What follows belongs to an exercise in optimizing a design on an open flow for small area, a short achievable clock period and few clock cycles per item; a production flow would make more cautious choices.
Function was checked by simulation only, so behaviour that the tests miss may differ from the original.

==> v34: inputs <==
==> flow/design.v (excerpt) <==
module sun_stage (
    input  wire        clk,
    input  wire        rst,
    input  wire        in_valid,
    output wire        in_ready,
    input  wire        in_safe,
    input  wire [15:0] in_s,
    input  wire [15:0] in_g,
    input  wire [15:0] in_red,
    input  wire [15:0] in_grn,
    input  wire [15:0] in_blu,
    output wire        out_valid,
    input  wire        out_ready,
    output wire [15:0] out_red,
    output wire [15:0] out_grn,
    output wire [15:0] out_blu
);
==> flow/config.mk <==
export PLATFORM = sky130hd
export DESIGN_NAME = sun_stage
export DESIGN_NICKNAME = sun_stage
export VERILOG_FILES = /design/flow/design.v
export SDC_FILE = /design/flow/constraint.sdc
export NUM_CORES = 4
export LEC_CHECK = 0
export ABC_CLOCK_PERIOD_IN_PS = 4000
export CAP_MARGIN = 20
export CORE_MARGIN = 2
export CORE_UTILIZATION = 55
export SETUP_SLACK_MARGIN = 5
export SLEW_MARGIN = 20
export TNS_END_PERCENT = 5
==> flow/constraint.sdc <==
create_clock -name core_clock -period 12.0 [get_ports {clk}]
set_input_delay 2.4000 -clock core_clock [delete_from_list [all_inputs] [get_ports {clk}]]
set_output_delay 2.4000 -clock core_clock [all_outputs]
set_load 0.01 [all_outputs]
standard.sh (not shown) runs the stock make flow with config.mk's settings and CLKGATE_MAP_FILE= SYNTH_SCRIPT=/design/flow/synth_recipe.tcl, a recipe that flattens the netlist after the stock synthesis.
==> flow/flow/run.sh <==
#!/bin/bash
# Own flow: the standard layout (standard.sh), unchanged except that
#  - the port buffers that global placement inserts on every input and output
#    are buf_2 cells instead of the default delay buffers.
set -euo pipefail
sed -e "s/SETUP_SLACK_MARGIN=[0-9.]*/SETUP_SLACK_MARGIN=8 'BUFFER_PORTS_ARGS=-buffer_cell sky130_fd_sc_hd__buf_2'/" standard.sh > standard_tight.sh
bash standard_tight.sh > standard.log 2>&1
==> inputs of v19, as changes to v34 <==
==> flow/flow/run.sh (replaced) <==
#!/bin/bash
set -euo pipefail
sed -e 's/SETUP_SLACK_MARGIN=[0-9.]*/SETUP_SLACK_MARGIN=8/' standard.sh > standard_tight.sh
bash standard_tight.sh > standard.log 2>&1
==> inputs of v1, as changes to v34 <==
CORE_UTILIZATION = 62   (was 55)
CTS_BUF_LIST = sky130_fd_sc_hd__clkbuf_8   (was not set)
CTS_CLUSTER_DIAMETER = 45   (was not set)
CTS_CLUSTER_SIZE = 16   (was not set)
==> inputs of v36, as changes to v34 <==
==> flow/flow/run.sh (replaced) <==
#!/bin/bash
# Own flow: the standard layout (standard.sh), unchanged except that
#  - the port buffers that global placement inserts on every input and output
#    are buf_2 cells instead of the default delay buffers;
#  - clock tree synthesis (same settings as config.mk gives it) inserts no
#    dummy loads.
set -euo pipefail
CTS="CTS_ARGS=-sink_clustering_enable -repair_clock_nets -sink_clustering_size 18 -sink_clustering_max_diameter 50 -buf_list sky130_fd_sc_hd__clkbuf_8 -dont_use_dummy_load"
sed -e "s/SETUP_SLACK_MARGIN=[0-9.]*/SETUP_SLACK_MARGIN=8 'BUFFER_PORTS_ARGS=-buffer_cell sky130_fd_sc_hd__buf_2' '$CTS'/" standard.sh > standard_tight.sh
bash standard_tight.sh > standard.log 2>&1
CTS_BUF_LIST = sky130_fd_sc_hd__clkbuf_8   (was not set)
CTS_CLUSTER_DIAMETER = 50   (was not set)
CTS_CLUSTER_SIZE = 18   (was not set)
==> comparison <==
- Of v19 and v1, v1 has the higher register-to-register slack (gap 40 ps).
- Against v34, the critical path depth of v1 is lower by 2.
- Die area is the same in v34 and v19.
- v1 completed without violations. v34 finished with timing, DRC and antenna clean. v36 produced a clean layout. v19 finished with timing, DRC and antenna clean.
- Of v19 and v34, v19 has the higher via count (gap 0.71%, measured against v34).
- Setup slack: v19 < v1 < v36 < v34.
- Global-route usage, lowest first: v36, v34, v19, v1.
- Clock-buffer cell count: v19 > v1 > v34 > v36.
==> figures <==
quantity	v36	v34	v19	v1
Outcome	finished clean	finished clean	finished clean	finished clean
Site row count	190	190	190	179
Final worst setup slack	7820 ps	7850 ps	7730 ps	7810 ps
CP Depth	11	11	1	9
Slowest cell on crit path	sky130_fd_sc_hd__fa_2	sky130_fd_sc_hd__fa_1	sky130_fd_sc_hd__clkdlybuf4s50_1	sky130_fd_sc_hd__fa_1
Multi-input logic portion of the cell area	42.6%	41.2%	41.2%	41.7%
Number of antenna violations at the first check in global routing	8	8	4	8
Die Width	524 microns	524 microns	524 microns	493 microns
Total inserted antenna cells	6	2	3	6
Logic depth of the worst register-to-register path	11	11	9	9
Slowest cell delay on critical path	550 ps	540 ps	580 ps	590 ps
Wire length of the first global-routing pass	493 mm	496 mm	502 mm	487 mm
Resized Gates After CTS	46	29	33	6
Placement-stage worst setup slack	7390 ps	7390 ps	7250 ps	7460 ps
Number of global-route vias before repair	89300	89800	90800	90300
Met2 Use GR	38.3%	38.4%	39.0%	42.6%
Testbench counts of v34, summed over its fixed seeds: cycles 24,136, items 24,000.
Testbench counts of v19, summed over its fixed seeds: cycles 24,136, items 24,000.
Testbench counts of v1, summed over its fixed seeds: cycles 24,136, items 24,000.
Testbench counts of v36, summed over its fixed seeds: cycles 24,136, items 24,000.

==> re-timing with driven ports <==
How much do the figures lean on ideal ports? The routed layouts below were timed once more, with nothing changed but the port constraints.
Step 1, drivers: a clkbuf_16 drives clk and a buf_2 each remaining input, both assumed.
Step 2 moves the port delays by t, midway between the first and last clock arrival at a register: inputs arrive t later, outputs are due t later. That takes back most of the time a late clock gives input paths.
Slacks: ideal / step 1 / step 2; pairs: ideal / step 1.
run | shift t [ns] | setup WS [ns] | cell pins on the clock port's net
v34 | 0.954 | 7.854 / 7.780 / 7.772 | 1
v19 | 0.939 | 7.728 / 7.632 / 7.289 | 1
v1 | 1.131 | 7.813 / 7.753 / 7.585 | 1
v36 | 1.067 | 7.822 / 7.822 / 7.757 | 1
After both steps setup and hold are still met in every run listed. For v19, which loses most, drivers alone change the setup slack by -0.096 ns; drivers and shift together by -0.439 ns.
